From an optimization exercise on the open Yosys and OpenROAD flow, aimed at small area and a short achievable clock period; shortcuts taken in it are not production practice.
The RTL was checked by simulation tests, not by an equivalence proof against the original design.

==> flow/design.v, too long to show whole: its modules and the start of the top module <==
// module requant_window: 30 lines
// module requant_shift_hi: 23 lines
// module requant_lane: 35 lines
// module requant_add_bk: 43 lines
// module requant_mul: 2045 lines
// module requant_epilogue: 138 lines
module requant_epilogue #(
    parameter LANES = 2
) (
    input  wire                clk,
    input  wire                rst,
    input  wire                in_valid,
    input  wire [32*LANES-1:0] acc,
    input  wire [31*LANES-1:0] mult,
    input  wire [6*LANES-1:0]  shift,
    input  wire [16*LANES-1:0] zp,
    input  wire [1:0]          fmt,
    input  wire [15:0]         clamp_lo,
    input  wire [15:0]         clamp_hi,
    output reg                 out_valid,
    output reg  [16*LANES-1:0] out_q,
    output reg  [LANES-1:0]    out_sat
);
  // ...
==> flow/run.sh <==
#!/bin/bash
# synth_recipe.tcl (not shown) runs the flow's synth.tcl, then flattens the netlist and writes it again
# the make line also repeats each setting of config.mk as NAME=value (left out here)
make -C /OpenROAD-flow-scripts/flow DESIGN_CONFIG=/design/flow/config.mk WORK_HOME=/design/flow/orfs CLKGATE_MAP_FILE= SYNTH_SCRIPT=/design/flow/synth_recipe.tcl finish
==> flow/config.mk <==
export PLATFORM = sky130hd
export DESIGN_NAME = requant_epilogue
export DESIGN_NICKNAME = requant_epilogue
export VERILOG_FILES = /design/flow/design.v
export SDC_FILE = /design/flow/constraint.sdc
export NUM_CORES = 4
export LEC_CHECK = 0
export ABC_AREA = 1
export CAP_MARGIN = 20
export CORE_MARGIN = 2
export CORE_UTILIZATION = 40
export PLACE_DENSITY = 0.6
export SLEW_MARGIN = 20
==> flow/constraint.sdc <==
create_clock -name core_clock -period 22.0 [get_ports {clk}]
set_input_delay 4.4000 -clock core_clock [delete_from_list [all_inputs] [get_ports {clk}]]
set_output_delay 4.4000 -clock core_clock [all_outputs]
set_load 0.01 [all_outputs]
==> impl_metrics.env, run 1 <==
export IMPL_layout_common_cells="inv_1 (1247), xor2_1 (1023), o22ai_1 (1002)"
export IMPL_timing_critical_path_from_type="register"
export IMPL_grt_pass1_vias=62869
export IMPL_ys_seq_area_frac=0.194
export IMPL_n_all_buffers=401
export IMPL_grt_setup_unrepaired="no"
export IMPL_routabilityCongestion=0.955
export IMPL_antenna_found_initial=1
export IMPL_grt_usage=0.270
export IMPL_reg_largest_list="ra2 x126, rb2 x124, acc1 x64"
export IMPL_syn_nets=9939
export IMPL_cp_required_ns=17.60
export IMPL_synth_most_common_cell="inv_1"
export IMPL_async_flop_share=0
export IMPL_seq_area_frac=0.176
export IMPL_io_buffers=241
export IMPL_cts_max_path_buffers=3
export IMPL_grt_max_degree=61
export IMPL_worst_slew_pin_slew_ns=1.25
export IMPL_antenna_cells=1
export IMPL_met3_usage=0.0823
export IMPL_r2r_slack_ns=15.85
export IMPL_crit_path_cell_trace="clkdlybuf4s50_1"
export IMPL_slew_viol_final=0
export IMPL_cap_violations=0
export IMPL_path_max_fanout=1
export IMPL_holdBufCountCts=0
export IMPL_outcome="finished clean"
export IMPL_nWellTaps=2355
export IMPL_route_top_layer_used="met4"
export IMPL_die_h_um=428
export IMPL_fin_nets=9857
export IMPL_cts_root_buf="clkbuf_16"
export IMPL_cp_endpoint="out_q[24]"
==> module requant_shift_hi, before the edit <==
module requant_shift_hi (
    input  wire [62:0] ra,
    input  wire [62:0] rb,
    input  wire [2:0]  shift,      
    output wire [23:0] y,          
    output wire        s,          
    output wire        big,
    output wire        st
);
    wire [62:0] p;
    requant_add_bk #(.W(63)) u_add (.a(ra), .b(rb), .s(p));
    assign s = p[62];
    wire [63:0] x0 = {p, 1'b0};
    wire [47:0] y5  = shift[2] ? {{16{s}}, x0[63:32]} : x0[47:0];
    wire        b5  = ~shift[2] & (|(x0[62:48] ^ {15{s}}));
    wire        st5 = shift[2] & (|x0[31:0]);
    wire [31:0] y4  = shift[1] ? y5[47:16] : y5[31:0];
    wire        b4  = b5 | (~shift[1] & (|(y5[47:32] ^ {16{s}})));
    wire        st4 = st5 | (shift[1] & (|y5[15:0]));
    assign y   = shift[0] ? y4[31:8] : y4[23:0];
    assign big = b4 | (~shift[0] & (|(y4[31:24] ^ {8{s}})));
    assign st  = st4 | (shift[0] & (|y4[7:0]));
endmodule
==> module requant_lane, before the edit <==
module requant_lane (
    input  wire        [23:0] y,
    input  wire               s,
    input  wire               big,
    input  wire               st,
    input  wire        [2:0]  shift,      
    input  wire signed [15:0] zp,         
    input  wire        [1:0]  fmt,        
    input  wire signed [15:0] slo,
    input  wire signed [15:0] shi,
    input  wire               empty,
    output wire        [15:0] q,          
    output wire               sat         
);
    wire [19:0] y2  = shift[2] ? y[23:4] : y[19:0];
    wire        b2  = big | (~shift[2] & (|(y[23:20] ^ {4{s}})));
    wire        st2 = st | (shift[2] & (|y[3:0]));
    wire [17:0] y1  = shift[1] ? y2[19:2] : y2[17:0];
    wire        b1  = b2 | (~shift[1] & (|(y2[19:18] ^ {2{s}})));
    wire        st1 = st2 | (shift[1] & (|y2[1:0]));
    wire [16:0] w   = shift[0] ? y1[17:1] : y1[16:0];
    wire        bg  = b1 | (~shift[0] & (y1[17] ^ s));
    wire        stk = st1 | (shift[0] & y1[0]);
    wire        rnd = w[0] & (stk | w[1]);
    wire signed [17:0] r  = $signed({s, w[16:1]}) + $signed({17'd0, rnd});
    wire signed [17:0] lz = $signed({{2{slo[15]}}, slo}) - $signed({{2{zp[15]}}, zp});
    wire signed [17:0] hz = $signed({{2{shi[15]}}, shi}) - $signed({{2{zp[15]}}, zp});
    wire [15:0] qz = r[15:0] + zp;
    wire lt = bg ? s  : (r < lz);
    wire gt = bg ? ~s : (r > hz);
    wire [15:0] v = lt ? slo : gt ? shi : qz;
    assign sat = empty | lt | gt;
    assign q   = (fmt == 2'd0) ? {12'd0, v[3:0]} :
                 (fmt == 2'd3) ? v : {8'd0, v[7:0]};
endmodule
==> module requant_epilogue, before the edit <==
module requant_epilogue #(
    parameter LANES = 2
) (
    input  wire                clk,
    input  wire                rst,
    input  wire                in_valid,
    input  wire [32*LANES-1:0] acc,
    input  wire [31*LANES-1:0] mult,
    input  wire [6*LANES-1:0]  shift,
    input  wire [16*LANES-1:0] zp,
    input  wire [1:0]          fmt,
    input  wire [15:0]         clamp_lo,
    input  wire [15:0]         clamp_hi,
    output reg                 out_valid,
    output reg  [16*LANES-1:0] out_q,
    output reg  [LANES-1:0]    out_sat
);
    genvar i;
    reg                v1;
    reg [32*LANES-1:0] acc1;
    reg [31*LANES-1:0] mult1;
    reg [6*LANES-1:0]  sh1;
    reg [16*LANES-1:0] zp1;
    reg [1:0]          fmt1;
    reg [15:0]         lo1, hi1;
    always @(posedge clk) begin
        if (rst) v1 <= 1'b0;
        else     v1 <= in_valid;
        acc1  <= acc;
        mult1 <= mult;
        sh1   <= shift;
        zp1   <= zp;
        fmt1  <= fmt;
        lo1   <= clamp_lo;
        hi1   <= clamp_hi;
    end
    wire [15:0] slo_w, shi_w;
    wire        emp_w;
    requant_window u_win (
        .fmt(fmt1), .clamp_lo(lo1), .clamp_hi(hi1),
        .slo(slo_w), .shi(shi_w), .empty(emp_w)
    );
    wire [63*LANES-1:0] ra_w, rb_w;
    generate
        for (i = 0; i < LANES; i = i + 1) begin : mul
            requant_mul u_mul (
                .a  (acc1[32*i +: 32]),
                .m  (mult1[31*i +: 31]),
                .ra (ra_w[63*i +: 63]),
                .rb (rb_w[63*i +: 63])
            );
        end
    endgenerate
    reg                v2;
    reg [63*LANES-1:0] ra2, rb2;
    reg [6*LANES-1:0]  sh2;
    reg [16*LANES-1:0] zp2;
    reg [1:0]          fmt2;
    reg [15:0]         slo2, shi2;
    reg                emp2;
    always @(posedge clk) begin
        if (rst) v2 <= 1'b0;
        else     v2 <= v1;
        ra2  <= ra_w;
        rb2  <= rb_w;
        sh2  <= sh1;
        zp2  <= zp1;
        fmt2 <= fmt1;
        slo2 <= slo_w;
        shi2 <= shi_w;
        emp2 <= emp_w;
    end
    wire [24*LANES-1:0] y3_w;
    wire [LANES-1:0]    s_w, big_w, st_w;
    generate
        for (i = 0; i < LANES; i = i + 1) begin : sha
            requant_shift_hi u_sh (
                .ra    (ra2[63*i +: 63]),
                .rb    (rb2[63*i +: 63]),
                .shift (sh2[6*i+3 +: 3]),
                .y     (y3_w[24*i +: 24]),
                .s     (s_w[i]),
                .big   (big_w[i]),
                .st    (st_w[i])
            );
        end
    endgenerate
    reg                v3;
    reg [24*LANES-1:0] y3;
    reg [LANES-1:0]    s3, big3, st3;
    reg [3*LANES-1:0]  sh3;
    reg [16*LANES-1:0] zp3;
    reg [1:0]          fmt3;
    reg [15:0]         slo3, shi3;
    reg                emp3;
    integer k;
    always @(posedge clk) begin
        if (rst) v3 <= 1'b0;
        else     v3 <= v2;
        y3   <= y3_w;
        s3   <= s_w;
        big3 <= big_w;
        st3  <= st_w;
        for (k = 0; k < LANES; k = k + 1)
            sh3[3*k +: 3] <= sh2[6*k +: 3];
        zp3  <= zp2;
        fmt3 <= fmt2;
        slo3 <= slo2;
        shi3 <= shi2;
        emp3 <= emp2;
    end
    wire [16*LANES-1:0] q_w;
    wire [LANES-1:0]    sat_w;
    generate
        for (i = 0; i < LANES; i = i + 1) begin : lane
            requant_lane u_lane (
                .y     (y3[24*i +: 24]),
                .s     (s3[i]),
                .big   (big3[i]),
                .st    (st3[i]),
                .shift (sh3[3*i +: 3]),
                .zp    (zp3[16*i +: 16]),
                .fmt   (fmt3),
                .slo   (slo3),
                .shi   (shi3),
                .empty (emp3),
                .q     (q_w[16*i +: 16]),
                .sat   (sat_w[i])
            );
        end
    endgenerate
    always @(posedge clk) begin
        if (rst) out_valid <= 1'b0;
        else     out_valid <= v3;
        out_q   <= q_w;
        out_sat <= sat_w;
    end
endmodule
==> inputs of run 2 (changes only) <==
--- a/flow/design.v
+++ b/flow/design.v
@@ -33,4 +33,4 @@
     input  wire [62:0] rb,
-    input  wire [2:0]  shift,      
-    output wire [23:0] y,          
+    input  wire [4:0]  shift,      
+    output wire [17:0] y,          
     output wire        s,          
@@ -43,14 +43,20 @@
     wire [63:0] x0 = {p, 1'b0};
-    wire [47:0] y5  = shift[2] ? {{16{s}}, x0[63:32]} : x0[47:0];
-    wire        b5  = ~shift[2] & (|(x0[62:48] ^ {15{s}}));
-    wire        st5 = shift[2] & (|x0[31:0]);
-    wire [31:0] y4  = shift[1] ? y5[47:16] : y5[31:0];
-    wire        b4  = b5 | (~shift[1] & (|(y5[47:32] ^ {16{s}})));
-    wire        st4 = st5 | (shift[1] & (|y5[15:0]));
-    assign y   = shift[0] ? y4[31:8] : y4[23:0];
-    assign big = b4 | (~shift[0] & (|(y4[31:24] ^ {8{s}})));
-    assign st  = st4 | (shift[0] & (|y4[7:0]));
+    wire [47:0] y5  = shift[4] ? {{16{s}}, x0[63:32]} : x0[47:0];
+    wire        b5  = ~shift[4] & (|(x0[62:48] ^ {15{s}}));
+    wire        st5 = shift[4] & (|x0[31:0]);
+    wire [31:0] y4  = shift[3] ? y5[47:16] : y5[31:0];
+    wire        b4  = b5 | (~shift[3] & (|(y5[47:32] ^ {16{s}})));
+    wire        st4 = st5 | (shift[3] & (|y5[15:0]));
+    wire [23:0] y3  = shift[2] ? y4[31:8] : y4[23:0];
+    wire        b3  = b4 | (~shift[2] & (|(y4[31:24] ^ {8{s}})));
+    wire        st3 = st4 | (shift[2] & (|y4[7:0]));
+    wire [19:0] y2  = shift[1] ? y3[23:4] : y3[19:0];
+    wire        b2  = b3 | (~shift[1] & (|(y3[23:20] ^ {4{s}})));
+    wire        st2 = st3 | (shift[1] & (|y3[3:0]));
+    assign y   = shift[0] ? y2[19:2] : y2[17:0];
+    assign big = b2 | (~shift[0] & (|(y2[19:18] ^ {2{s}})));
+    assign st  = st2 | (shift[0] & (|y2[1:0]));
 endmodule
 module requant_lane (
-    input  wire        [23:0] y,
+    input  wire        [17:0] y,
     input  wire               s,
@@ -58,3 +64,3 @@
     input  wire               st,
-    input  wire        [2:0]  shift,      
+    input  wire               shift,      
     input  wire signed [15:0] zp,         
@@ -67,11 +73,5 @@
 );
-    wire [19:0] y2  = shift[2] ? y[23:4] : y[19:0];
-    wire        b2  = big | (~shift[2] & (|(y[23:20] ^ {4{s}})));
-    wire        st2 = st | (shift[2] & (|y[3:0]));
-    wire [17:0] y1  = shift[1] ? y2[19:2] : y2[17:0];
-    wire        b1  = b2 | (~shift[1] & (|(y2[19:18] ^ {2{s}})));
-    wire        st1 = st2 | (shift[1] & (|y2[1:0]));
-    wire [16:0] w   = shift[0] ? y1[17:1] : y1[16:0];
-    wire        bg  = b1 | (~shift[0] & (y1[17] ^ s));
-    wire        stk = st1 | (shift[0] & y1[0]);
+    wire [16:0] w   = shift ? y[17:1] : y[16:0];
+    wire        bg  = big | (~shift & (y[17] ^ s));
+    wire        stk = st | (shift & y[0]);
     wire        rnd = w[0] & (stk | w[1]);
@@ -131,5 +131,61 @@
 endmodule
+module requant_booth (
+    input  wire [30:0] m,
+    output wire [15:0] one,
+    output wire [15:0] two,
+    output wire [14:0] neg
+);
+    assign one[0] = m[0] ^ 1'b0;
+    assign two[0] = (m[1] ^ m[0]) & ~(m[0] ^ 1'b0);
+    assign neg[0] = m[1];
+    assign one[1] = m[2] ^ m[1];
+    assign two[1] = (m[3] ^ m[2]) & ~(m[2] ^ m[1]);
+    assign neg[1] = m[3];
+    assign one[2] = m[4] ^ m[3];
+    assign two[2] = (m[5] ^ m[4]) & ~(m[4] ^ m[3]);
+    assign neg[2] = m[5];
+    assign one[3] = m[6] ^ m[5];
+    assign two[3] = (m[7] ^ m[6]) & ~(m[6] ^ m[5]);
+    assign neg[3] = m[7];
+    assign one[4] = m[8] ^ m[7];
+    assign two[4] = (m[9] ^ m[8]) & ~(m[8] ^ m[7]);
+    assign neg[4] = m[9];
+    assign one[5] = m[10] ^ m[9];
+    assign two[5] = (m[11] ^ m[10]) & ~(m[10] ^ m[9]);
+    assign neg[5] = m[11];
+    assign one[6] = m[12] ^ m[11];
+    assign two[6] = (m[13] ^ m[12]) & ~(m[12] ^ m[11]);
+    assign neg[6] = m[13];
+    assign one[7] = m[14] ^ m[13];
+    assign two[7] = (m[15] ^ m[14]) & ~(m[14] ^ m[13]);
+    assign neg[7] = m[15];
+    assign one[8] = m[16] ^ m[15];
+    assign two[8] = (m[17] ^ m[16]) & ~(m[16] ^ m[15]);
+    assign neg[8] = m[17];
+    assign one[9] = m[18] ^ m[17];
+    assign two[9] = (m[19] ^ m[18]) & ~(m[18] ^ m[17]);
+    assign neg[9] = m[19];
+    assign one[10] = m[20] ^ m[19];
+    assign two[10] = (m[21] ^ m[20]) & ~(m[20] ^ m[19]);
+    assign neg[10] = m[21];
+    assign one[11] = m[22] ^ m[21];
+    assign two[11] = (m[23] ^ m[22]) & ~(m[22] ^ m[21]);
+    assign neg[11] = m[23];
+    assign one[12] = m[24] ^ m[23];
+    assign two[12] = (m[25] ^ m[24]) & ~(m[24] ^ m[23]);
+    assign neg[12] = m[25];
+    assign one[13] = m[26] ^ m[25];
+    assign two[13] = (m[27] ^ m[26]) & ~(m[26] ^ m[25]);
+    assign neg[13] = m[27];
+    assign one[14] = m[28] ^ m[27];
+    assign two[14] = (m[29] ^ m[28]) & ~(m[28] ^ m[27]);
+    assign neg[14] = m[29];
+    assign one[15] = m[30] ^ m[29];
+    assign two[15] = (1'b0 ^ m[30]) & ~(m[30] ^ m[29]);
+endmodule
 module requant_mul (
     input  wire [31:0] a,
-    input  wire [30:0] m,
+    input  wire [15:0] one,
+    input  wire [15:0] two,
+    input  wire [14:0] neg,
     output wire [62:0] ra,
@@ -645,5 +701,5 @@
     wire s951, c952;
-    assign one0 = m[0] ^ 1'b0;
-    assign two0 = (m[1] ^ m[0]) & ~(m[0] ^ 1'b0);
-    assign neg0 = m[1];
+    assign one0 = one[0];
+    assign two0 = two[0];
+    assign neg0 = neg[0];
     assign x0[0] = ((one0 & a[0]) | (two0 & 1'b0)) ^ neg0;
@@ -681,5 +737,5 @@
     assign x0[32] = ((one0 & a[31]) | (two0 & a[31])) ^ neg0;
-    assign one1 = m[2] ^ m[1];
-    assign two1 = (m[3] ^ m[2]) & ~(m[2] ^ m[1]);
-    assign neg1 = m[3];
+    assign one1 = one[1];
+    assign two1 = two[1];
+    assign neg1 = neg[1];
     assign x1[0] = ((one1 & a[0]) | (two1 & 1'b0)) ^ neg1;
@@ -717,5 +773,5 @@
     assign x1[32] = ((one1 & a[31]) | (two1 & a[31])) ^ neg1;
-    assign one2 = m[4] ^ m[3];
-    assign two2 = (m[5] ^ m[4]) & ~(m[4] ^ m[3]);
-    assign neg2 = m[5];
+    assign one2 = one[2];
+    assign two2 = two[2];
+    assign neg2 = neg[2];
     assign x2[0] = ((one2 & a[0]) | (two2 & 1'b0)) ^ neg2;
@@ -753,5 +809,5 @@
     assign x2[32] = ((one2 & a[31]) | (two2 & a[31])) ^ neg2;
-    assign one3 = m[6] ^ m[5];
-    assign two3 = (m[7] ^ m[6]) & ~(m[6] ^ m[5]);
-    assign neg3 = m[7];
+    assign one3 = one[3];
+    assign two3 = two[3];
+    assign neg3 = neg[3];
     assign x3[0] = ((one3 & a[0]) | (two3 & 1'b0)) ^ neg3;
@@ -789,5 +845,5 @@
     assign x3[32] = ((one3 & a[31]) | (two3 & a[31])) ^ neg3;
-    assign one4 = m[8] ^ m[7];
-    assign two4 = (m[9] ^ m[8]) & ~(m[8] ^ m[7]);
-    assign neg4 = m[9];
+    assign one4 = one[4];
+    assign two4 = two[4];
+    assign neg4 = neg[4];
     assign x4[0] = ((one4 & a[0]) | (two4 & 1'b0)) ^ neg4;
@@ -825,5 +881,5 @@
     assign x4[32] = ((one4 & a[31]) | (two4 & a[31])) ^ neg4;
-    assign one5 = m[10] ^ m[9];
-    assign two5 = (m[11] ^ m[10]) & ~(m[10] ^ m[9]);
-    assign neg5 = m[11];
+    assign one5 = one[5];
+    assign two5 = two[5];
+    assign neg5 = neg[5];
     assign x5[0] = ((one5 & a[0]) | (two5 & 1'b0)) ^ neg5;
@@ -861,5 +917,5 @@
     assign x5[32] = ((one5 & a[31]) | (two5 & a[31])) ^ neg5;
-    assign one6 = m[12] ^ m[11];
-    assign two6 = (m[13] ^ m[12]) & ~(m[12] ^ m[11]);
-    assign neg6 = m[13];
+    assign one6 = one[6];
+    assign two6 = two[6];
+    assign neg6 = neg[6];
     assign x6[0] = ((one6 & a[0]) | (two6 & 1'b0)) ^ neg6;
@@ -897,5 +953,5 @@
     assign x6[32] = ((one6 & a[31]) | (two6 & a[31])) ^ neg6;
-    assign one7 = m[14] ^ m[13];
-    assign two7 = (m[15] ^ m[14]) & ~(m[14] ^ m[13]);
-    assign neg7 = m[15];
+    assign one7 = one[7];
+    assign two7 = two[7];
+    assign neg7 = neg[7];
     assign x7[0] = ((one7 & a[0]) | (two7 & 1'b0)) ^ neg7;
@@ -933,5 +989,5 @@
     assign x7[32] = ((one7 & a[31]) | (two7 & a[31])) ^ neg7;
-    assign one8 = m[16] ^ m[15];
-    assign two8 = (m[17] ^ m[16]) & ~(m[16] ^ m[15]);
-    assign neg8 = m[17];
+    assign one8 = one[8];
+    assign two8 = two[8];
+    assign neg8 = neg[8];
     assign x8[0] = ((one8 & a[0]) | (two8 & 1'b0)) ^ neg8;
@@ -969,5 +1025,5 @@
     assign x8[32] = ((one8 & a[31]) | (two8 & a[31])) ^ neg8;
-    assign one9 = m[18] ^ m[17];
-    assign two9 = (m[19] ^ m[18]) & ~(m[18] ^ m[17]);
-    assign neg9 = m[19];
+    assign one9 = one[9];
+    assign two9 = two[9];
+    assign neg9 = neg[9];
     assign x9[0] = ((one9 & a[0]) | (two9 & 1'b0)) ^ neg9;
@@ -1005,5 +1061,5 @@
     assign x9[32] = ((one9 & a[31]) | (two9 & a[31])) ^ neg9;
-    assign one10 = m[20] ^ m[19];
-    assign two10 = (m[21] ^ m[20]) & ~(m[20] ^ m[19]);
-    assign neg10 = m[21];
+    assign one10 = one[10];
+    assign two10 = two[10];
+    assign neg10 = neg[10];
     assign x10[0] = ((one10 & a[0]) | (two10 & 1'b0)) ^ neg10;
@@ -1041,5 +1097,5 @@
     assign x10[32] = ((one10 & a[31]) | (two10 & a[31])) ^ neg10;
-    assign one11 = m[22] ^ m[21];
-    assign two11 = (m[23] ^ m[22]) & ~(m[22] ^ m[21]);
-    assign neg11 = m[23];
+    assign one11 = one[11];
+    assign two11 = two[11];
+    assign neg11 = neg[11];
     assign x11[0] = ((one11 & a[0]) | (two11 & 1'b0)) ^ neg11;
@@ -1077,5 +1133,5 @@
     assign x11[32] = ((one11 & a[31]) | (two11 & a[31])) ^ neg11;
-    assign one12 = m[24] ^ m[23];
-    assign two12 = (m[25] ^ m[24]) & ~(m[24] ^ m[23]);
-    assign neg12 = m[25];
+    assign one12 = one[12];
+    assign two12 = two[12];
+    assign neg12 = neg[12];
     assign x12[0] = ((one12 & a[0]) | (two12 & 1'b0)) ^ neg12;
@@ -1113,5 +1169,5 @@
     assign x12[32] = ((one12 & a[31]) | (two12 & a[31])) ^ neg12;
-    assign one13 = m[26] ^ m[25];
-    assign two13 = (m[27] ^ m[26]) & ~(m[26] ^ m[25]);
-    assign neg13 = m[27];
+    assign one13 = one[13];
+    assign two13 = two[13];
+    assign neg13 = neg[13];
     assign x13[0] = ((one13 & a[0]) | (two13 & 1'b0)) ^ neg13;
@@ -1149,5 +1205,5 @@
     assign x13[32] = ((one13 & a[31]) | (two13 & a[31])) ^ neg13;
-    assign one14 = m[28] ^ m[27];
-    assign two14 = (m[29] ^ m[28]) & ~(m[28] ^ m[27]);
-    assign neg14 = m[29];
+    assign one14 = one[14];
+    assign two14 = two[14];
+    assign neg14 = neg[14];
     assign x14[0] = ((one14 & a[0]) | (two14 & 1'b0)) ^ neg14;
@@ -1185,4 +1241,4 @@
     assign x14[32] = ((one14 & a[31]) | (two14 & a[31])) ^ neg14;
-    assign one15 = m[30] ^ m[29];
-    assign two15 = (1'b0 ^ m[30]) & ~(m[30] ^ m[29]);
+    assign one15 = one[15];
+    assign two15 = two[15];
     assign neg15 = 1'b0;
@@ -2196,3 +2252,4 @@
     reg [32*LANES-1:0] acc1;
-    reg [31*LANES-1:0] mult1;
+    reg [16*LANES-1:0] one1, two1;
+    reg [15*LANES-1:0] neg1;
     reg [6*LANES-1:0]  sh1;
@@ -2201,2 +2258,14 @@
     reg [15:0]         lo1, hi1;
+    wire [16*LANES-1:0] one_w, two_w;
+    wire [15*LANES-1:0] neg_w;
+    generate
+        for (i = 0; i < LANES; i = i + 1) begin : enc
+            requant_booth u_enc (
+                .m   (mult[31*i +: 31]),
+                .one (one_w[16*i +: 16]),
+                .two (two_w[16*i +: 16]),
+                .neg (neg_w[15*i +: 15])
+            );
+        end
+    endgenerate
     always @(posedge clk) begin
@@ -2205,3 +2274,5 @@
         acc1  <= acc;
-        mult1 <= mult;
+        one1  <= one_w;
+        two1  <= two_w;
+        neg1  <= neg_w;
         sh1   <= shift;
@@ -2222,6 +2293,8 @@
             requant_mul u_mul (
-                .a  (acc1[32*i +: 32]),
-                .m  (mult1[31*i +: 31]),
-                .ra (ra_w[63*i +: 63]),
-                .rb (rb_w[63*i +: 63])
+                .a   (acc1[32*i +: 32]),
+                .one (one1[16*i +: 16]),
+                .two (two1[16*i +: 16]),
+                .neg (neg1[15*i +: 15]),
+                .ra  (ra_w[63*i +: 63]),
+                .rb  (rb_w[63*i +: 63])
             );
@@ -2248,3 +2321,3 @@
     end
-    wire [24*LANES-1:0] y3_w;
+    wire [18*LANES-1:0] y3_w;
     wire [LANES-1:0]    s_w, big_w, st_w;
@@ -2255,4 +2328,4 @@
                 .rb    (rb2[63*i +: 63]),
-                .shift (sh2[6*i+3 +: 3]),
-                .y     (y3_w[24*i +: 24]),
+                .shift (sh2[6*i+1 +: 5]),
+                .y     (y3_w[18*i +: 18]),
                 .s     (s_w[i]),
@@ -2264,5 +2337,5 @@
     reg                v3;
-    reg [24*LANES-1:0] y3;
+    reg [18*LANES-1:0] y3;
     reg [LANES-1:0]    s3, big3, st3;
-    reg [3*LANES-1:0]  sh3;
+    reg [LANES-1:0]    sh3;
     reg [16*LANES-1:0] zp3;
@@ -2280,3 +2353,3 @@
         for (k = 0; k < LANES; k = k + 1)
-            sh3[3*k +: 3] <= sh2[6*k +: 3];
+            sh3[k] <= sh2[6*k];
         zp3  <= zp2;
@@ -2292,3 +2365,3 @@
             requant_lane u_lane (
-                .y     (y3[24*i +: 24]),
+                .y     (y3[18*i +: 18]),
                 .s     (s3[i]),
@@ -2296,3 +2369,3 @@
                 .st    (st3[i]),
-                .shift (sh3[3*i +: 3]),
+                .shift (sh3[i]),
                 .zp    (zp3[16*i +: 16]),
--- a/flow/config.mk
+++ b/flow/config.mk
@@ -10,4 +10,4 @@
 export CORE_MARGIN = 2
-export CORE_UTILIZATION = 40
-export PLACE_DENSITY = 0.6
+export CORE_UTILIZATION = 60
+export PLACE_DENSITY = 0.75
 export SLEW_MARGIN = 20
==> impl_metrics.env, run 2 <==
export IMPL_nFillCells=9919
export IMPL_skew_ns=0.0303
export IMPL_path_max_fanout=1
export IMPL_drt_initial_drc_count=8432
export IMPL_syn_area_um2=72400
export IMPL_grt_usage=0.393
export IMPL_routabilityCongestion=0.998
export IMPL_synthFlopType="dfxtp_1"
export IMPL_cp_required_ns=17.60
export IMPL_num_io_pins=242
export IMPL_tritoncts="yes"
export IMPL_layout_common_cells="inv_1 (1287), xor2_1 (1109), o22ai_1 (995)"
export IMPL_slew_headroom=0.284
export IMPL_path_clk_slew_ns=0.06
export IMPL_die_h_um=351
export IMPL_clock_sinks=714
export IMPL_min_delay_path_class="reg2reg"
export IMPL_fin_tns_setup_ns=0
export IMPL_ys_seq_area_frac=0.197
export IMPL_grt_pass1_wl_um=367000
export IMPL_setup_viol=0
export IMPL_cp_slowest_cell="clkdlybuf4s50_1"
export IMPL_critPathBufInv=1
export IMPL_utilization=0.656
export IMPL_reg_largest_list="ra2 x126, rb2 x124, acc1 x64"
export IMPL_outcome="finished clean"
export IMPL_htreeDepth=3
export IMPL_yosysTopAreaCell="fa_1"
export IMPL_syn_to_final_growth_pct=8.66
export IMPL_async_flop_share=0
export IMPL_period_needed_ns=6.08
export IMPL_initial_utilization=0.604
export IMPL_grt_pass1_vias=62801
export IMPL_crit_type="reg2out"
export IMPL_cap_violations=0
export IMPL_cts_buffers=81
export IMPL_max_flop_register="ra2"
export IMPL_crit_path_cell_trace="clkdlybuf4s50_1"
export IMPL_grt_max_degree=51
export IMPL_rows=127
export IMPL_ys_ff_latch=714
export IMPL_post_cts_buffers=0
export IMPL_timing_critical_path_from_type="register"
export IMPL_fin_nets=9768
export IMPL_mostFrequentLayoutCell="inv_1"
export IMPL_ant_nets=0
export IMPL_synth_area_leaders="fa_1 (25%), dfxtp_1 (20%), xor2_1 (13%)"
export IMPL_syn_area_per_cell_um2=8.75
export IMPL_synth_top_area_share=0.247
export IMPL_largest_register_ff_count=126
export IMPL_antenna_found_initial=17
export IMPL_worstPathArrival_ns=1.68
export IMPL_synth_edff_count=0
export IMPL_cts_root_buf="clkbuf_16"
export IMPL_dr_pass1_iters=11
export IMPL_drt_wl_total_um=245000
export IMPL_path_delay_family="buffers and inverters"
export IMPL_hold_slack_ns=0.321
export IMPL_yosysWarningCount=3
export IMPL_viasPerCell=6.30
export IMPL_cts_resized=0
export IMPL_io_buffers=241
export IMPL_die_x_um=351
export IMPL_max_stage_delay_ns=0.57
export IMPL_syn_instance_count=8274
export IMPL_holdBufCountCts=0
export IMPL_wl_per_cell_um=24.8
export IMPL_coreArea_um2=120000
export IMPL_clkLatencyLatePin_ns=0.73
export IMPL_dp_hpwl_um=172000
export IMPL_synth_cell_types=67
export IMPL_worst_slew_pin_slew_ns=1.07
export IMPL_hold_viol_final=0
export IMPL_crit_path_end_kind="output port"
export IMPL_drive_above_1_share=0.0523
export IMPL_slew_viol_final=0
export IMPL_fmaxAchievable_mhz=164
export IMPL_post_route_period_util=0.276
export IMPL_grt_overflow=0
export IMPL_dieArea_um2=123000
export IMPL_vias=62307
export IMPL_synth_common_cells="inv_1 (1298), xor2_1 (1109), o22ai_1 (995)"
export IMPL_cts_max_path_buffers=3
export IMPL_grt_setup_unrepaired="no"
export IMPL_synth_most_common_cell="inv_1"
export IMPL_syn_nets=9839
export IMPL_drc=0
[run 2: cells by family after synthesis]
group / Yosys count / synth area share
AO/OA/AOI/OAI: 1651 / 0.137
flip-flops: 714 / 0.197
buffers and inverters: 1899 / 0.0999
XOR/XNOR: 1213 / 0.147
multiplexers: 45 / 0.00638
AND/OR/NAND/NOR: 1394 / 0.0846
adder cells (fa/ha/maj): 1358 / 0.328
[run 2: area by class of cell]
class	instances	area (um2)	area share
diodes	6	15.0	0.000191
clock buffers	98	2150	0.0273
clock inverters	48	627	0.00797
inverters	1339	5030	0.0639
multi-input cells	5661	50900	0.647
flip-flops and latches	714	14300	0.182
well taps	1612	2020	0.0256
repair buffers	406	3650	0.0464
[run 2: path summary, 6_finish.rpt]
check	from	end	slack (ns)	cells after the start
max	out_q[16]	out_q[16]	15.92	1
min	zp2[9]	zp3[9]	0.32	0
max reg2reg	sh3[0]	out_q[3]	16.05	31
min reg2reg	zp2[9]	zp3[9]	0.32	0
[run 2: routing by layer]
metal  vias to the layer above  global-route usage  part of all wire
met1                     29387               0.490              0.36
met3                      1259               0.193              0.17
met4                        22               0.181             0.058
li1                      26772                   -                 -
met2                      4867               0.567              0.41
met5                         -              0.0130            0.0016
[run 2: stage by stage]
stage,worst slack [ns],cell area (um2),cells
final,15.92,78600,9884
after global routing,15.30,78600,9878
after floorplan,17.22,72400,8274
after global placement,16.31,75900,9732
after detailed placement,16.23,75900,9732
after CTS,15.89,78600,9878
==> inputs of run 3 (changes only) <==
--- a/flow/config.mk
+++ b/flow/config.mk
@@ -10,4 +10,4 @@
 export CORE_MARGIN = 2
-export CORE_UTILIZATION = 60
-export PLACE_DENSITY = 0.75
+export CORE_UTILIZATION = 40
+export PLACE_DENSITY = 0.6
 export SLEW_MARGIN = 20
==> impl_metrics.env, run 3 <==
export IMPL_syn_area_per_cell_um2=8.75
export IMPL_crit_path_cell_trace="clkdlybuf4s50_1"
export IMPL_slew_headroom=0.202
export IMPL_slew_viol_final=0
export IMPL_ys_seq_area_frac=0.197
export IMPL_crit_path_end_kind="output port"
export IMPL_final_cell_area_um2=80000
export IMPL_max_stage_delay_ns=0.57
export IMPL_syn_area_um2=72400
export IMPL_drive_above_1_share=0.0557
export IMPL_synth_cell_types=67
export IMPL_fmaxAchievable_mhz=163
export IMPL_worst_r2r_endpoint="out_q[19]"
export IMPL_startpoint="out_q[24]"
export IMPL_holdBufCountCts=0
export IMPL_hold_slack_ns=0.303
export IMPL_fin_tns_setup_ns=0
export IMPL_drc=0
export IMPL_synth_area_leaders="fa_1 (25%), dfxtp_1 (20%), xor2_1 (13%)"
export IMPL_largest_register_ff_count=126
export IMPL_cp_required_ns=17.60
export IMPL_rows=156
export IMPL_timing_critical_path_from_type="register"
export IMPL_antenna_found_initial=11
export IMPL_io_buffers=241
export IMPL_num_io_pins=242
export IMPL_clkLatencyLatePin_ns=0.77
export IMPL_grt_setup_unrepaired="no"
export IMPL_routabilityCongestion=0.953
export IMPL_placed_area_um2=76800
export IMPL_synth_common_cells="inv_1 (1298), xor2_1 (1109), o22ai_1 (995)"
export IMPL_cp_endpoint="out_q[24]"
export IMPL_synth_top_area_share=0.247
export IMPL_fin_nets=9779
export IMPL_path_delay_family="buffers and inverters"
export IMPL_path_clk_slew_ns=0.07
export IMPL_wl_per_cell_um=24.0
export IMPL_mostFrequentLayoutCell="inv_1"
export IMPL_async_flop_share=0
export IMPL_crit_type="reg2out"
export IMPL_htreeDepth=3
export IMPL_coreArea_um2=180000
export IMPL_post_route_period_util=0.279
export IMPL_viasPerCell=5.77
export IMPL_worst_slew_pin_slew_ns=1.19
export IMPL_max_flop_register="ra2"
export IMPL_syn_instance_count=8274
export IMPL_path_depth=1
export IMPL_grt_pass1_wl_um=388000
export IMPL_cts_resized=0
export IMPL_vias=61526
export IMPL_worstPathArrival_ns=1.74
export IMPL_skew_ns=0.0716
export IMPL_post_cts_buffers=0
export IMPL_ys_ff_latch=714
export IMPL_cap_violations=0
export IMPL_outcome="finished clean"
export IMPL_grt_max_degree=51
export IMPL_syn_nets=9839
export IMPL_dr_pass1_iters=6
export IMPL_yosysTopAreaCell="fa_1"
export IMPL_min_delay_path_class="reg2reg"
export IMPL_period_needed_ns=6.14
export IMPL_cp_slowest_cell="clkdlybuf4s50_1"
export IMPL_ant_nets=0
export IMPL_grt_overflow=0
export IMPL_syn_to_final_growth_pct=10.6
export IMPL_hold_viol_final=0
export IMPL_reg2regPathDepth=29
export IMPL_layout_common_cells="inv_1 (1279), xor2_1 (1109), o22ai_1 (995)"
export IMPL_cts_buffers=88
export IMPL_regToRegStartpoint="shi3[0]"
export IMPL_yosysWarningCount=3
export IMPL_synth_most_common_cell="inv_1"
export IMPL_synth_edff_count=0
export IMPL_clock_sinks=714
export IMPL_critPathBufInv=1
export IMPL_grt_usage=0.275
export IMPL_drt_wl_total_um=257000
export IMPL_die_x_um=429
export IMPL_initial_utilization=0.401
export IMPL_synthFlopType="dfxtp_1"
export IMPL_cts_max_path_buffers=3
export IMPL_die_h_um=429
export IMPL_reg_largest_list="ra2 x126, rb2 x124, acc1 x64"
export IMPL_dieArea_um2=184000
export IMPL_cts_root_buf="clkbuf_16"
export IMPL_grt_pass1_vias=64292
export IMPL_path_max_fanout=1
export IMPL_tritoncts="yes"
export IMPL_setup_viol=0
export IMPL_r2r_slack_ns=16.06
export IMPL_drt_initial_drc_count=6327
export IMPL_dp_hpwl_um=178000
run 3: area by class of cell:
cell class,instances,area [um2]
antenna,12,30.0
timing repair buffer,410,3680
clock buffer,109,2390
tap,2370,2970
inverter,1339,5030
fill,17666,100000
sequential,714,14300
multi-input combinational,5661,50900
clock inverter,56,793
run 3: routing by layer:
metal,vias up,share of wire,GRT usage
met3,1006,0.12,0.0782
met1,29893,0.38,0.342
met4,8,0.062,0.151
met5,-,0.00025,0
li1,26842,-,-
met2,3777,0.44,0.428
run 3: through the flow:
step	setup slack, ns	utilization	std cells
finish	15.86	0.444	10671
global route	15.45	0.444	10669
CTS	15.79	0.444	10659
detailed placement	16.13	0.426	10494
global placement	16.21	0.426	10494
floorplan	17.22	-	8274
run 3: logic make-up after synthesis:
| family | share of synthesized area |
|---|---|
| compound gates | 0.137 |
| buf+inv | 0.0999 |
| simple gates | 0.0846 |
| flops | 0.197 |
| mux | 0.00638 |
| fa+ha+maj | 0.328 |
| xor+xnor | 0.147 |
run 3: worst min-delay path by stage:
| stage | endpoint | from | slack, ns | cells past startpoint |
|---|---|---|---|---|
| 3_3_place_gp | shi3[15] | shi2[15] | 0.31 | 0 |
| 2_1_floorplan | emp3 | emp2 | 0.31 | 0 |
| 3_5_place_dp | zp3[13] | zp2[13] | 0.31 | 0 |
| 5_1_grt | zp2[5] | zp1[5] | 0.32 | 0 |
| 4_1_cts | slo3[12] | slo2[12] | 0.30 | 0 |
| 6_report | zp3[6] | zp2[6] | 0.30 | 0 |
==> inputs of run 4 (changes only) <==
==> flow/flow/run.sh (new file) <==
#!/bin/bash
# The standard layout (the standard.sh, all ORFS steps from synthesis
# to finish), except that the ports are buffered with a plain buffer
# rather than the delay buffer that buffer_ports picks by default.
set -e
export BUFFER_PORTS_ARGS="-buffer_cell sky130_fd_sc_hd__buf_2"
bash standard.sh > standard.log 2>&1
==> flow/standard.sh (new file) <==
#!/bin/bash
# synth_recipe.tcl (not shown) runs the flow's synth.tcl, then flattens the netlist and writes it again
# the make line also repeats each setting of config.mk as NAME=value (left out here)
make -C /OpenROAD-flow-scripts/flow DESIGN_CONFIG=/design/flow/config.mk WORK_HOME=/design/flow/orfs CLKGATE_MAP_FILE= SYNTH_SCRIPT=/design/flow/synth_recipe.tcl "${@:-finish}"
removed: flow/run.sh
==> impl_metrics.env, run 4 <==
export IMPL_outcome="finished clean"
export IMPL_reg2regPathDepth=31
export IMPL_initial_utilization=0.401
export IMPL_path_clk_slew_ns=0.06
export IMPL_regToRegStartpoint="sh3[0]"
export IMPL_reg_largest_list="ra2 x126, rb2 x124, acc1 x64"
export IMPL_hold_slack_ns=0.298
export IMPL_dr_pass1_iters=7
export IMPL_synth_common_cells="inv_1 (1298), xor2_1 (1109), o22ai_1 (995)"
export IMPL_synth_top_area_share=0.247
export IMPL_dieArea_um2=184000
export IMPL_synth_cell_types=67
export IMPL_utilization=0.438
export IMPL_ys_seq_area_frac=0.197
export IMPL_cts_root_buf="clkbuf_16"
export IMPL_path_max_fanout=20
export IMPL_grt_setup_unrepaired="no"
export IMPL_die_h_um=429
export IMPL_die_x_um=429
export IMPL_grt_max_degree=51
export IMPL_post_route_period_util=0.272
export IMPL_max_stage_delay_ns=0.77
export IMPL_io_buffers=241
export IMPL_vias=61240
export IMPL_fmaxAchievable_mhz=167
export IMPL_drt_wl_total_um=256000
export IMPL_async_flop_share=0
export IMPL_ant_nets=0
export IMPL_wl_per_cell_um=24.0
export IMPL_worst_slew_pin_slew_ns=1.15
export IMPL_htreeDepth=3
export IMPL_synth_edff_count=0
export IMPL_timing_critical_path_from_type="register"
export IMPL_fin_tns_setup_ns=0
export IMPL_whs_path_depth=0
export IMPL_syn_to_final_growth_pct=9.13
export IMPL_worstPathArrival_ns=6.59
export IMPL_worst_r2r_endpoint="out_q[3]"
export IMPL_routabilityCongestion=0.944
export IMPL_tritoncts="yes"
export IMPL_clkLatencyLatePin_ns=0.77
export IMPL_mostFrequentLayoutCell="inv_1"
export IMPL_grt_overflow=0
export IMPL_syn_instance_count=8274
export IMPL_fin_nets=9776
export IMPL_clock_sinks=714
export IMPL_synthFlopType="dfxtp_1"
export IMPL_crit_type="reg2reg"
export IMPL_drc=0
export IMPL_rows=156
export IMPL_cp_required_ns=22.60
export IMPL_min_to="zp2[0]"
export IMPL_grt_pass1_vias=64053
export IMPL_viasPerCell=5.74
export IMPL_min_delay_path_class="reg2reg"
export IMPL_drive_above_1_share=0.0845
export IMPL_drt_initial_drc_count=6372
export IMPL_syn_area_per_cell_um2=8.75
export IMPL_holdBufCountCts=0
export IMPL_largest_register_ff_count=126
export IMPL_yosysWarningCount=3
export IMPL_synth_most_common_cell="inv_1"
export IMPL_cts_max_path_buffers=3
export IMPL_layout_common_cells="inv_1 (1278), xor2_1 (1109), o22ai_1 (995)"
export IMPL_cp_common_cell="nand2_1"
export IMPL_slew_headroom=0.228
export IMPL_synth_area_leaders="fa_1 (25%), dfxtp_1 (20%), xor2_1 (13%)"
export IMPL_ys_ff_latch=714
export IMPL_hold_path_startpoint="zp1[0]"
export IMPL_crit_path_end_kind="register"
export IMPL_max_flop_register="ra2"
export IMPL_final_cell_area_um2=79000
export IMPL_cts_buffers=89
export IMPL_grt_usage=0.274
export IMPL_syn_nets=9839
export IMPL_yosysTopAreaCell="fa_1"
export IMPL_cap_violations=0
export IMPL_antenna_found_initial=12
export IMPL_placed_area_um2=75600
export IMPL_grt_pass1_wl_um=387000
export IMPL_cts_resized=0
export IMPL_hold_viol_final=0
export IMPL_setup_viol=0
export IMPL_coreArea_um2=180000
export IMPL_dp_hpwl_um=177000
export IMPL_slew_viol_final=0
export IMPL_syn_area_um2=72400
export IMPL_post_cts_buffers=0
export IMPL_period_needed_ns=5.99
export IMPL_r2r_slack_ns=16.01
export IMPL_num_io_pins=242
export IMPL_skew_ns=0.0696
export IMPL_cp_slowest_cell="dfxtp_1"
## run 4: cell count changes in the layout (fill, tap and decap cells not counted), sizes merged
cell,before,now
bufinv,11,18
inv,1320,1316
clkinv,56,47
clkbuf,109,115
clkdlybuf4s50,241,0
diode,12,5
buf,169,406
## run 4: how the worst max path moves through the flow
| stage | slack, ns | cells past startpoint | endpoint | start |
|---|---|---|---|---|
| finish | 16.01 | 31 | out_q[3] | sh3[0] |
| global route | 15.29 | 31 | out_q[3] | sh3[0] |
| CTS | 16.03 | 31 | out_q[3] | sh3[0] |
| detailed placement | 16.02 | 31 | out_q[3] | sh3[0] |
| global placement | 16.16 | 31 | out_q[3] | sh3[0] |
| floorplan | 17.22 | 1 | one1[15] | mult[29] |
## run 4: cells by family after synthesis
kind of cell / Yosys count / share of synthesized area
buffers and inverters: 1899 / 0.0999
AOI/OAI and AO/OA: 1651 / 0.137
and+or+nand+nor: 1394 / 0.0846
adders and majority gates: 1358 / 0.328
xor gates and xnor gates: 1213 / 0.147
DFF: 714 / 0.197
muxes: 45 / 0.00638
## run 4: per-stage QoR
step / instances / setup slack, ns
global route: 10658 / 15.29
global placement: 10490 / 16.16
detailed placement: 10490 / 16.02
CTS: 10655 / 16.03
floorplan: 8274 / 17.22
finish: 10660 / 16.01
## run 4: worst max-delay path: cells and delay by family, from the launching register on
kind	cells	cell delay, ns
AND/OR/NAND/NOR	16	2.71
buffers and inverters	6	0.94
flip-flops	1	0.77
AO/OA/AOI/OAI	5	0.71
adder cells (fa/ha/maj)	2	0.47
XOR/XNOR	2	0.25
## run 4: routing by layer
layer,global-route usage,vias to the layer above,wire [um]
met2,0.427,3914,112000
li1,-,26795,-
met4,0.151,8,16800
met1,0.339,29461,96900
met5,0,-,141
met3,0.0839,1062,30800
## run 4: layout make-up
cell class	instances	area (um2)
clock inverter	50	876
multi-input combinational	5661	50900
timing repair buffer	406	2440
tap	2370	2970
fill	17769	101000
inverter	1339	5030
antenna	5	12.5
sequential	714	14300
clock buffer	115	2490
==> inputs of run 5 (changes only) <==
--- a/flow/design.v
+++ b/flow/design.v
@@ -33,7 +33,7 @@
     input  wire [62:0] rb,
-    input  wire [4:0]  shift,      
-    output wire [17:0] y,          
+    input  wire [5:0]  shift,      
+    output wire [15:0] fl,         
     output wire        s,          
     output wire        big,
-    output wire        st
+    output wire        rnd         
 );
@@ -43,24 +43,28 @@
     wire [63:0] x0 = {p, 1'b0};
-    wire [47:0] y5  = shift[4] ? {{16{s}}, x0[63:32]} : x0[47:0];
-    wire        b5  = ~shift[4] & (|(x0[62:48] ^ {15{s}}));
-    wire        st5 = shift[4] & (|x0[31:0]);
-    wire [31:0] y4  = shift[3] ? y5[47:16] : y5[31:0];
-    wire        b4  = b5 | (~shift[3] & (|(y5[47:32] ^ {16{s}})));
-    wire        st4 = st5 | (shift[3] & (|y5[15:0]));
-    wire [23:0] y3  = shift[2] ? y4[31:8] : y4[23:0];
-    wire        b3  = b4 | (~shift[2] & (|(y4[31:24] ^ {8{s}})));
-    wire        st3 = st4 | (shift[2] & (|y4[7:0]));
-    wire [19:0] y2  = shift[1] ? y3[23:4] : y3[19:0];
-    wire        b2  = b3 | (~shift[1] & (|(y3[23:20] ^ {4{s}})));
-    wire        st2 = st3 | (shift[1] & (|y3[3:0]));
-    assign y   = shift[0] ? y2[19:2] : y2[17:0];
-    assign big = b2 | (~shift[0] & (|(y2[19:18] ^ {2{s}})));
-    assign st  = st2 | (shift[0] & (|y2[1:0]));
+    wire [47:0] y5  = shift[5] ? {{16{s}}, x0[63:32]} : x0[47:0];
+    wire        b5  = ~shift[5] & (|(x0[62:48] ^ {15{s}}));
+    wire        st5 = shift[5] & (|x0[31:0]);
+    wire [31:0] y4  = shift[4] ? y5[47:16] : y5[31:0];
+    wire        b4  = b5 | (~shift[4] & (|(y5[47:32] ^ {16{s}})));
+    wire        st4 = st5 | (shift[4] & (|y5[15:0]));
+    wire [23:0] y3  = shift[3] ? y4[31:8] : y4[23:0];
+    wire        b3  = b4 | (~shift[3] & (|(y4[31:24] ^ {8{s}})));
+    wire        st3 = st4 | (shift[3] & (|y4[7:0]));
+    wire [19:0] y2  = shift[2] ? y3[23:4] : y3[19:0];
+    wire        b2  = b3 | (~shift[2] & (|(y3[23:20] ^ {4{s}})));
+    wire        st2 = st3 | (shift[2] & (|y3[3:0]));
+    wire [17:0] y1  = shift[1] ? y2[19:2] : y2[17:0];
+    wire        b1  = b2 | (~shift[1] & (|(y2[19:18] ^ {2{s}})));
+    wire        st1 = st2 | (shift[1] & (|y2[1:0]));
+    wire [16:0] w   = shift[0] ? y1[17:1] : y1[16:0];
+    wire        stk = st1 | (shift[0] & y1[0]);
+    assign big = b1 | (~shift[0] & (y1[17] ^ s));
+    assign fl  = w[16:1];
+    assign rnd = w[0] & (stk | w[1]);
 endmodule
 module requant_lane (
-    input  wire        [17:0] y,
-    input  wire               s,
-    input  wire               big,
-    input  wire               st,
-    input  wire               shift,      
+    input  wire        [15:0] fl,         
+    input  wire               s,          
+    input  wire               big,        
+    input  wire               rnd,        
     input  wire signed [15:0] zp,         
@@ -73,7 +77,3 @@
 );
-    wire [16:0] w   = shift ? y[17:1] : y[16:0];
-    wire        bg  = big | (~shift & (y[17] ^ s));
-    wire        stk = st | (shift & y[0]);
-    wire        rnd = w[0] & (stk | w[1]);
-    wire signed [17:0] r  = $signed({s, w[16:1]}) + $signed({17'd0, rnd});
+    wire signed [17:0] r  = $signed({s, fl}) + $signed({17'd0, rnd});
     wire signed [17:0] lz = $signed({{2{slo[15]}}, slo}) - $signed({{2{zp[15]}}, zp});
@@ -81,4 +81,4 @@
     wire [15:0] qz = r[15:0] + zp;
-    wire lt = bg ? s  : (r < lz);
-    wire gt = bg ? ~s : (r > hz);
+    wire lt = big ? s  : (r < lz);
+    wire gt = big ? ~s : (r > hz);
     wire [15:0] v = lt ? slo : gt ? shi : qz;
@@ -2321,4 +2321,4 @@
     end
-    wire [18*LANES-1:0] y3_w;
-    wire [LANES-1:0]    s_w, big_w, st_w;
+    wire [16*LANES-1:0] fl_w;
+    wire [LANES-1:0]    s_w, big_w, rnd_w;
     generate
@@ -2328,7 +2328,7 @@
                 .rb    (rb2[63*i +: 63]),
-                .shift (sh2[6*i+1 +: 5]),
-                .y     (y3_w[18*i +: 18]),
+                .shift (sh2[6*i +: 6]),
+                .fl    (fl_w[16*i +: 16]),
                 .s     (s_w[i]),
                 .big   (big_w[i]),
-                .st    (st_w[i])
+                .rnd   (rnd_w[i])
             );
@@ -2337,5 +2337,4 @@
     reg                v3;
-    reg [18*LANES-1:0] y3;
-    reg [LANES-1:0]    s3, big3, st3;
-    reg [LANES-1:0]    sh3;
+    reg [16*LANES-1:0] fl3;
+    reg [LANES-1:0]    s3, big3, rnd3;
     reg [16*LANES-1:0] zp3;
@@ -2344,3 +2343,2 @@
     reg                emp3;
-    integer k;
     always @(posedge clk) begin
@@ -2348,8 +2346,6 @@
         else     v3 <= v2;
-        y3   <= y3_w;
+        fl3  <= fl_w;
         s3   <= s_w;
         big3 <= big_w;
-        st3  <= st_w;
-        for (k = 0; k < LANES; k = k + 1)
-            sh3[k] <= sh2[6*k];
+        rnd3 <= rnd_w;
         zp3  <= zp2;
@@ -2365,7 +2361,6 @@
             requant_lane u_lane (
-                .y     (y3[18*i +: 18]),
+                .fl    (fl3[16*i +: 16]),
                 .s     (s3[i]),
                 .big   (big3[i]),
-                .st    (st3[i]),
-                .shift (sh3[i]),
+                .rnd   (rnd3[i]),
                 .zp    (zp3[16*i +: 16]),
==> flow/flow/run.sh (replaced) <==
#!/bin/bash
# Layout flow: the standard.sh (ORFS from synthesis to finish) with two
# changes, each one setting:
#  - synthesis runs flow/synth_noabc.tcl, which is synth_recipe.tcl with
#    Yosys's synth told -noabc, so that extract_fa maps the RTL's full adders
#    as written (ORFS's own abc mapping still runs after it);
#  - the ports are buffered with buf_2 instead of the delay buffer that
#    buffer_ports picks by default.
# standard.sh's output goes to flow_standard.log; ORFS keeps each step's
# log under orfs/logs.
set -euo pipefail
here=$(pwd)
sed "s#SYNTH_SCRIPT=[^ ]*synth_recipe.tcl#SYNTH_SCRIPT=$here/flow/synth_noabc.tcl#" standard.sh > flow_standard.sh
grep -q "SYNTH_SCRIPT=$here/flow/synth_noabc.tcl" flow_standard.sh
export BUFFER_PORTS_ARGS="-buffer_cell sky130_fd_sc_hd__buf_2"
bash flow_standard.sh > flow_standard.log 2>&1
==> flow/flow/synth_noabc.tcl (new file) <==
# synth_recipe.tcl with one change: Yosys's synth skips its abc -fast pass
# (-noabc), so extract_fa sees the full adders as the RTL writes them rather
# than after abc has re-mapped them (which leaves inverters between them).
# ORFS's own abc mapping, after the adders are extracted, still runs.
proc synth {args} { yosys synth -nofsm -noshare -noabc {*}$args }
source $::env(SCRIPTS_DIR)/synth.tcl
# left out here: clear keep_hierarchy, flatten, clean up, hide names made inside functions, write 1_2_yosys.v
==> impl_metrics.env, run 5 <==
export IMPL_outcome="finished clean"
export IMPL_path_clk_slew_ns=0.06
export IMPL_reg_largest_list="ra2 x126, rb2 x124, acc1 x64"
export IMPL_syn_nets=9251
export IMPL_max_flop_register="ra2"
export IMPL_multi_input_area_um2=51300
export IMPL_holdBufCountCts=0
export IMPL_crit_path_end_kind="register"
export IMPL_drive_above_1_share=0.0921
export IMPL_cts_root_buf="clkbuf_16"
export IMPL_drt_wl_total_um=251000
export IMPL_syn_instance_count=7645
export IMPL_period_needed_ns=5.75
export IMPL_synth_cell_types=62
export IMPL_ant_nets=0
export IMPL_cp_slowest_cell="clkinv_1"
export IMPL_syn_to_final_growth_pct=8.85
export IMPL_drt_initial_drc_count=6485
export IMPL_max_stage_delay_ns=0.56
export IMPL_vias=59020
export IMPL_dieArea_um2=179000
export IMPL_syn_area_per_cell_um2=9.18
export IMPL_grt_pass1_wl_um=378000
export IMPL_yosysWarningCount=3
export IMPL_clkLatencyLatePin_ns=0.75
export IMPL_drc=0
export IMPL_fin_nets=9164
export IMPL_layout_common_cells="xor2_1 (1115), o22ai_1 (998), fa_1 (912)"
export IMPL_antenna_found_initial=8
export IMPL_coreArea_um2=174000
export IMPL_utilization=0.439
export IMPL_regArea_um2=14200
export IMPL_cts_max_path_buffers=3
export IMPL_die_h_um=423
export IMPL_grt_max_degree=49
export IMPL_worst_slew_pin_slew_ns=1.10
export IMPL_viasPerCell=5.93
export IMPL_async_flop_share=0
export IMPL_cap_violations=0
export IMPL_routabilityCongestion=0.943
export IMPL_worstPathArrival_ns=6.34
export IMPL_initial_utilization=0.403
export IMPL_fin_tns_setup_ns=0
export IMPL_synth_edff_count=0
export IMPL_die_x_um=423
export IMPL_setup_viol=0
export IMPL_rows=153
export IMPL_ys_seq_area_frac=0.202
export IMPL_slew_headroom=0.262
export IMPL_setup_ws_ns=16.25
export IMPL_cp_required_ns=22.59
export IMPL_crit_type="reg2reg"
export IMPL_tritoncts="yes"
export IMPL_critPathBufInv=3
export IMPL_mostFrequentLayoutCell="xor2_1"
export IMPL_path_delay_family="compound AO/OA/AOI/OAI gates"
export IMPL_cts_buffers=89
export IMPL_placed_area_um2=73300
export IMPL_pre_cts_ws_ns=16.38
export IMPL_ys_ff_latch=708
export IMPL_syn_area_um2=70200
export IMPL_nFillCells=16767
export IMPL_timing_critical_path_from_type="register"
export IMPL_cts_resized=0
export IMPL_grt_usage=0.276
export IMPL_final_cell_area_um2=76400
export IMPL_synth_common_cells="xor2_1 (1115), o22ai_1 (998), fa_1 (912)"
export IMPL_post_route_period_util=0.261
export IMPL_num_io_pins=242
export IMPL_io_buffers=241
export IMPL_largest_register_ff_count=126
export IMPL_hold_viol_final=0
export IMPL_synthFlopType="dfxtp_1"
export IMPL_htreeDepth=3
export IMPL_grt_overflow=0
export IMPL_synth_area_leaders="fa_1 (26%), dfxtp_1 (20%), xor2_1 (14%)"
export IMPL_slew_viol_final=0
export IMPL_cp_common_cell="o21ai_0"
export IMPL_synth_top_area_share=0.260
export IMPL_dp_hpwl_um=171000
export IMPL_clock_sinks=708
export IMPL_path_max_fanout=27
export IMPL_synth_most_common_cell="xor2_1"
export IMPL_wl_per_cell_um=25.2
export IMPL_dr_pass1_iters=8
export IMPL_grt_pass1_vias=61284
export IMPL_fmaxAchievable_mhz=174
export IMPL_yosysTopAreaCell="fa_1"
export IMPL_skew_ns=0.0306
export IMPL_grt_setup_unrepaired="no"
export IMPL_min_delay_path_class="reg2reg"
export IMPL_post_cts_buffers=0
-- run 5: cell count changes after synthesis, sizes merged, moves of 24 or more --
| cell | delta |
|---|---|
| a31o | +24 |
| clkbuf | +41 |
| inv | -666 |
| nand2 | +48 |
| nand3 | +54 |
| nor2 | -45 |
| o21ai | -40 |
-- run 5: worst reg2reg max path, delay by kind of cell (launching register included) --
kind                     cells  cell delay [ns]
buffers and inverters        3             0.74
AO/OA/AOI/OAI               15             2.86
flip-flops                   1             0.31
AND/OR/NAND/NOR              7             0.73
adder cells (fa/ha/maj)      3             0.97
-- run 5: through the flow --
stage / hold WS, ns / std cells
floorplan: 0.310 / 7645
global placement: 0.311 / 9792
detailed placement: 0.312 / 9792
CTS: 0.305 / 9956
global route: 0.310 / 9956
finish: 0.318 / 9961
-- run 5: layer usage --
metal | vias up | share of wire | GRT usage
li1 | 25553 | - | -
met1 | 28663 | 0.40 | 0.359
met4 | 6 | 0.051 | 0.123
met3 | 852 | 0.13 | 0.101
met5 | - | 0.00016 | 0.000538
met2 | 3946 | 0.42 | 0.409
-- run 5: final timing paths --
check            from         to  slack [ns]  cells past startpoint
max           slo3[0]  out_q[20]       16.25                     28
min          shi2[10]   shi3[10]        0.32                      0
max reg2reg   slo3[0]  out_q[20]       16.25                     28
min reg2reg  shi2[10]   shi3[10]        0.32                      0
-- run 5: logic make-up (layout without fill, tap and decap cells) --
group,count (synthesis),count (layout),share of synthesized area
xor+xnor,1198,1198,0.150
fa+ha+maj,1399,1399,0.347
simple gates,1453,1453,0.0914
other cells,0,5,0
flops,708,708,0.202
compound gates,1624,1624,0.140
buf+inv,1248,1234,0.0676
mux,15,15,0.00214
-- run 5: cell type report --
| class | instances | area share |
|---|---|---|
| multi-input combinational | 5689 | 0.671 |
| sequential | 708 | 0.186 |
| tap | 2325 | 0.0381 |
| inverter | 666 | 0.0327 |
| clock buffer | 113 | 0.0319 |
| timing repair buffer | 404 | 0.0318 |
| clock inverter | 51 | 0.00819 |
| antenna | 5 | 0.000164 |
==> inputs of run 6 (changes only) <==
--- a/flow/config.mk
+++ b/flow/config.mk
@@ -10,4 +10,6 @@
 export CORE_MARGIN = 2
-export CORE_UTILIZATION = 40
-export PLACE_DENSITY = 0.6
+export CORE_UTILIZATION = 55
+export CTS_CLUSTER_DIAMETER = 120
+export CTS_CLUSTER_SIZE = 20
+export PLACE_DENSITY = 0.7
 export SLEW_MARGIN = 20
==> impl_metrics.env, run 6 <==
export IMPL_cts_max_path_buffers=3
export IMPL_crit_type="reg2reg"
export IMPL_fin_tns_setup_ns=0
export IMPL_reg2regPathDepth=28
export IMPL_synth_cell_types=62
export IMPL_yosysWarningCount=3
export IMPL_path_clk_slew_ns=0.09
export IMPL_layout_common_cells="xor2_1 (1115), o22ai_1 (998), fa_1 (912)"
export IMPL_wl_per_cell_um=25.4
export IMPL_grt_usage=0.352
export IMPL_reg_largest_list="ra2 x126, rb2 x124, acc1 x64"
export IMPL_slew_headroom=0.301
export IMPL_outcome="finished clean"
export IMPL_skew_ns=0.0346
export IMPL_cts_resized=0
export IMPL_mostFrequentLayoutCell="xor2_1"
export IMPL_drt_wl_total_um=233000
export IMPL_syn_area_um2=70200
export IMPL_rows=131
export IMPL_worst_r2r_endpoint="out_q[25]"
export IMPL_die_h_um=361
export IMPL_yosysTopAreaCell="fa_1"
export IMPL_syn_area_per_cell_um2=9.18
export IMPL_clkLatencyLatePin_ns=0.69
export IMPL_synth_xor_area_frac=0.150
export IMPL_cp_slowest_cell="clkinv_1"
export IMPL_post_route_period_util=0.261
export IMPL_grt_pass1_vias=61289
export IMPL_ys_ff_latch=708
export IMPL_r2r_slack_ns=16.26
export IMPL_antenna_found_initial=9
export IMPL_cap_violations=0
export IMPL_fmaxAchievable_mhz=174
export IMPL_cts_root_buf="clkbuf_16"
export IMPL_syn_instance_count=7645
export IMPL_ant_nets=0
export IMPL_dr_pass1_iters=10
export IMPL_dieArea_um2=130000
export IMPL_syn_to_final_growth_pct=5.28
export IMPL_cp_common_cell="o21ai_0"
export IMPL_grt_pass1_wl_um=355000
export IMPL_fin_nets=9127
export IMPL_vias=59278
export IMPL_max_stage_delay_ns=0.57
export IMPL_clock_sinks=708
export IMPL_synth_top_family_by_area="adder cells"
export IMPL_worst_slew_pin_slew_ns=1.05
export IMPL_slew_viol_final=0
export IMPL_hold_viol_final=0
export IMPL_synth_edff_count=0
export IMPL_synth_top_area_share=0.260
export IMPL_ys_seq_area_frac=0.202
export IMPL_synth_area_leaders="fa_1 (26%), dfxtp_1 (20%), xor2_1 (14%)"
export IMPL_drc=0
export IMPL_cts_buffers=46
export IMPL_synth_simple_gate_area_share=0.0914
export IMPL_dp_hpwl_um=158000
export IMPL_io_buffers=241
export IMPL_max_flop_register="ra2"
export IMPL_drt_initial_drc_count=7230
export IMPL_holdBufCountCts=0
export IMPL_regToRegStartpoint="slo3[0]"
export IMPL_nFillCells=11172
export IMPL_routabilityCongestion=0.949
export IMPL_grt_max_degree=49
export IMPL_synth_most_common_cell="xor2_1"
export IMPL_htreeDepth=2
run 6: cell types whose count changed in the layout (fill, tap and decap cells not counted), moves of 7 or more:
cell / previous run / this run
clkinv_2: 9 / 2
clkbuf_1: 13 / 0
bufinv_16: 8 / 0
clkbuf_16: 90 / 46
inv_6: 13 / 1
inv_1: 629 / 638
clkbuf_8: 10 / 0
run 6: kinds of logic (layout without fill, tap and decap cells):
kind of cell / Yosys count / after routing
DFF: 708 / 708
muxes: 15 / 15
and+or+nand+nor: 1453 / 1453
xor gates and xnor gates: 1198 / 1198
buffers and inverters: 1248 / 1138
AOI/OAI and AO/OA: 1624 / 1624
adders and majority gates: 1399 / 1399
other: 0 / 1
run 6: per-stage QoR:
| stage | hold WS (ns) | cells | instance area (um2) | setup slack (ns) |
|---|---|---|---|---|
| final | 0.316 | 9198 | 73900 | 16.26 |
| after detailed placement | 0.312 | 9135 | 72500 | 16.37 |
| after floorplan | 0.310 | 7645 | 70200 | 17.22 |
| after global routing | 0.312 | 9197 | 73900 | 15.59 |
| after global placement | 0.312 | 9135 | 72500 | 16.43 |
| after CTS | 0.304 | 9197 | 73900 | 16.33 |
run 6: worst max-delay path: cells and delay by family (launching register included):
kind | cells | cell delay (ns)
AOI/OAI and AO/OA | 15 | 2.78
adders and majority gates | 3 | 0.97
buffers and inverters | 3 | 0.75
DFF | 1 | 0.32
and+or+nand+nor | 7 | 0.77
run 6: worst max-delay path by stage:
stage,depth (start not counted),startpoint,endpoint,slack (ns)
global route,28,slo3[0],out_q[25],15.59
finish,28,slo3[0],out_q[25],16.26
detailed placement,28,slo3[0],out_q[25],16.37
CTS,28,slo3[0],out_q[25],16.33
global placement,28,slo3[0],out_q[24],16.43
floorplan,1,mult[29],one1[15],17.22
run 6: final cells by class:
| cell class | instances | area [um2] | share of cell area |
|---|---|---|---|
| Timing Repair Buffer | 410 | 2470 | 0.0335 |
| Multi-Input combinational cell | 5689 | 51300 | 0.694 |
| Sequential cell | 708 | 14200 | 0.192 |
| Antenna cell | 1 | 2.50 | 0.0000339 |
| Clock inverter | 16 | 204 | 0.00276 |
| Clock buffer | 46 | 1150 | 0.0156 |
| Inverter | 666 | 2500 | 0.0338 |
| Tap cell | 1662 | 2080 | 0.0281 |
run 6: routing by layer:
layer  wire length [um]  GRT usage
met2              97500      0.522
met4              12200      0.154
met3              34600      0.139
met5                161    0.00222
met1              88800      0.453

afterwards: timing with drivers on the ports:
The flow's constraints put no driver on any port. The routed layouts listed below were extracted and timed again, unchanged, in two steps. Step 1 assumes that a clkbuf_16 drives the clock port and a buf_2 every other input. Step 2 also shifts input and output timing later by t, the mid clock arrival at the registers, as if the neighbouring blocks saw the same clock. Slacks: no drivers / after step 1 / after step 2; pairs: no drivers / after step 1.
run	shift t [ns]	setup WS [ns]	hold WS [ns]	latest minus earliest clock arrival (ns)	pins driven straight from the clock port
run 1	0.823	15.835 / 15.748 / 15.850	0.314 / 0.314 / 0.314	0.067 / 0.067	1
run 2	0.798	15.918 / 15.832 / 16.052	0.321 / 0.321 / 0.321	0.035 / 0.035	1
run 3	0.838	15.862 / 15.765 / 16.060	0.303 / 0.303 / 0.303	0.082 / 0.082	1
run 4	0.812	16.010 / 16.010 / 16.010	0.298 / 0.298 / 0.298	0.072 / 0.072	1
run 5	0.817	16.247 / 16.247 / 16.247	0.318 / 0.318 / 0.318	0.031 / 0.032	1
run 6	0.760	16.261 / 16.261 / 16.261	0.316 / 0.316 / 0.316	0.037 / 0.037	1
After both steps setup and hold are still met in every run listed.
